Context: an optimization exercise on an open-source flow, tuned for small area and a short achievable clock period. The choices shown serve that exercise and are no tape-out recipe.
The RTL was checked by simulation tests, not by an equivalence proof against the original design.
Power figures rest on the tool's default switching activity, not on a simulated workload.

// trail_core
module trail_core (
    input  wire        clk,
    input  wire        rst,
    input  wire [7:0]  cfg_filt_n,
    input  wire [1:0]  cfg_decode,    
    input  wire        cfg_invert,
    input  wire [4:0]  cfg_pint,      
    input  wire [23:0] cfg_still,     
    input  wire        enc_a,
    input  wire        enc_b,
    input  wire        preset,        
    input  wire [55:0] preset_val,
    output wire [63:0] pos,
    output wire [31:0] spd,
    output wire [1:0]  spd_state,     
    output wire        speed_valid,
    output wire        dir,           
    output wire        illegal,       
    output wire [15:0] illegal_cnt
);
    localparam [1:0] ST_STILL    = 2'd0;
    localparam [1:0] ST_STARTING = 2'd1;
    localparam [1:0] ST_RUNNING  = 2'd2;
    localparam [1:0] ST_REVERSED = 2'd3;
    localparam [1:0] OP_HOLD  = 2'd0;
    localparam [1:0] OP_ZERO  = 2'd1;
    localparam [1:0] OP_MEAS  = 2'd2;
    localparam [1:0] OP_DECAY = 2'd3;
    localparam [23:0] DT_MAX = 24'hffffff;
    integer h, i, j;
    reg [7:0] nm1;        
    reg [1:0] dec;
    reg       inv;
    reg [4:0] pint;
    always @(posedge clk) begin
        nm1  <= (cfg_filt_n < 8'd2) ? 8'd1 : cfg_filt_n - 8'd1;
        dec  <= cfg_decode;
        inv  <= cfg_invert;
  ...
For scale: roughly 9200 cells after synthesis, about 1100 flip-flops, roughly 220 I/O pins, roughly 0.081 mm^2 of cells after synthesis.
clock: 220.0 ns
lec_check: 0
abc_area: 1
cap_margin: 20
core_margin: 2
core_utilization: 70
cts_cluster_diameter: 120
cts_cluster_size: 25
slew_margin: 20
run.sh (not shown) runs the stock make flow with config.mk's settings and CLKGATE_MAP_FILE= SYNTH_SCRIPT=/design/flow/synth_recipe.tcl, a recipe that flattens the netlist after the stock synthesis.
Next try:
--- a/flow/design.v
+++ b/flow/design.v
@@ -105,32 +105,38 @@
     trail_add #(.W(24)) u_idle (.a(idle_rem), .b(~24'd0), .ci(1'b0), .y(idle_dec));
     reg [1:0] op;
     always @(*) begin
         if (is_ill)       op = OP_ZERO;
         else if (cev)     op = e_meas ? OP_MEAS : e_hold ? OP_HOLD : OP_ZERO;
         else if (timeout) op = OP_ZERO;
         else if (decay)   op = OP_DECAY;
         else              op = OP_HOLD;
     end
     always @(posedge clk) begin
-        now <= now_inc;
+        if (rst) now <= 32'd0;
+        else     now <= now_inc;
         if (rst) hpend <= 1'b0;
         else     hpend <= cev;
         if (hpend) begin
             for (h = 15; h > 0; h = h - 1)
                 hist[h] <= hist[h-1];
             hist[0] <= now;
         end
     end
     always @(posedge clk) begin
         if (rst) begin
-            state <= ST_STILL;
+            state    <= ST_STILL;
+            sdir_ok  <= 1'b0;
+            sdir     <= 1'b0;
+            nint     <= 5'd0;
+            last_int <= 24'd0;
+            idle_rem <= still_n;
         end else if (is_ill) begin
             state    <= ST_STARTING;
             sdir_ok  <= 1'b0;
             idle_rem <= still_n;
         end else if (cev) begin
             state    <= st_new ? ST_STARTING : same ? ST_RUNNING : ST_REVERSED;
             sdir_ok  <= 1'b1;
             sdir     <= ev_dir;
             nint     <= e_meas ? nint_next : 5'd0;
             last_int <= s_next;
@@ -353,41 +359,44 @@
     reg [55:0] pos_hi;
     reg [7:0]  pos_lo;
     reg        pf;
     reg        pdir;
     wire       valid_n = !state_d[2][0];
     wire       tr_nz   = valid_n && (trav_n != 8'd0);
     wire       pf_n    = !pdir && tr_nz;
     wire [55:0] ph_inc, ph_dec;
     trail_add #(.W(56)) u_phi (.a(pos_hi), .b(56'd0),  .ci(1'b1), .y(ph_inc));
     trail_add #(.W(56)) u_phd (.a(pos_hi), .b(~56'd0), .ci(1'b0), .y(ph_dec));
+    wire up_ok   = pdir || pf;
+    wire ph_up   = cev ? (ev_dir && up_ok)   : (pf && !pf_n);
+    wire ph_dn   = cev ? (!ev_dir && !up_ok) : (!pf && pf_n);
+    always @(posedge clk) begin
+        if (rst)         pos_hi <= 56'd0;
+        else if (preset) pos_hi <= preset_val;
+        else if (ph_up)  pos_hi <= ph_inc;
+        else if (ph_dn)  pos_hi <= ph_dec;
+    end
     always @(posedge clk) begin
         if (rst) begin
-            pos_hi <= 56'd0;
             pos_lo <= 8'd0;
             pf     <= 1'b0;
             pdir   <= 1'b1;
         end else if (preset) begin
-            pos_hi <= preset_val;
             pos_lo <= 8'd0;
             pf     <= 1'b0;
         end else if (cev) begin
             pdir   <= ev_dir;
             pos_lo <= 8'd0;
             pf     <= 1'b0;
-            if (pdir) pos_hi <= ev_dir ? ph_inc : pos_hi;
-            else      pos_hi <= ev_dir ? (pf ? ph_inc : pos_hi) : (pf ? pos_hi : ph_dec);
         end else begin
             pf     <= pf_n;
             pos_lo <= !tr_nz ? 8'd0 : pdir ? trav_n : -trav_n;
-            if (pf && !pf_n)      pos_hi <= ph_inc;
-            else if (!pf && pf_n) pos_hi <= ph_dec;
         end
     end
     reg        ill_q;
     reg [15:0] ill_cnt;
     wire [15:0] ill_inc;
     trail_add #(.W(16)) u_ill (.a(ill_cnt), .b(16'd0), .ci(1'b1), .y(ill_inc));
     always @(posedge clk) begin
         if (rst) begin
             ill_q   <= 1'b0;
             ill_cnt <= 16'd0;
What happened: Cell count came out lower by about 0.75%. Sequential power barely changes. Routed wire length came out lower by about 1.6%. Global-route usage came out lower by 0.28 points. Fmax came out lower by about 1.9%. Design area came out lower by 0.92%. Worst setup slack degrades by 910 ps. First-iteration DRC count came out higher by about 1.2%. Synthesized area came out lower by 0.91%. Critical path depth stays the same. Total power came out higher by 25%. Clock power barely changes.

what the ideal ports hide:
The results above use ideal ports. As a check the final layouts listed here were re-extracted and re-timed, cells and wires unchanged. Step 1, drivers: a clkbuf_16 drives clk and a buf_2 each remaining input, both assumed. Step 2 adds t to the input delays and takes it off the output delays; t is the mean of the earliest and latest rising clock arrival at the registers after step 1. Input paths then give back, and output paths get back, about the clock's delay inside the block. a / b / c = ideal ports / drivers / drivers and shift; a / b = the first two.
run | shift t [ns] | slack for setup (ns) | worst setup path at the end | latest minus earliest clock arrival (ns) | worst data-port slew with drivers (ns)
the first run | 0.769 | 172.279 / 172.297 / 171.528 | input to register | 0.066 / 0.066 | 0.10
the second run | 0.778 | 171.370 / 171.414 / 170.636 | input to register | 0.062 / 0.062 | 0.09
After both steps every run listed still meets setup and hold. For the first run, which loses most, drivers alone change the setup slack by +0.018 ns; drivers and shift together by -0.751 ns.
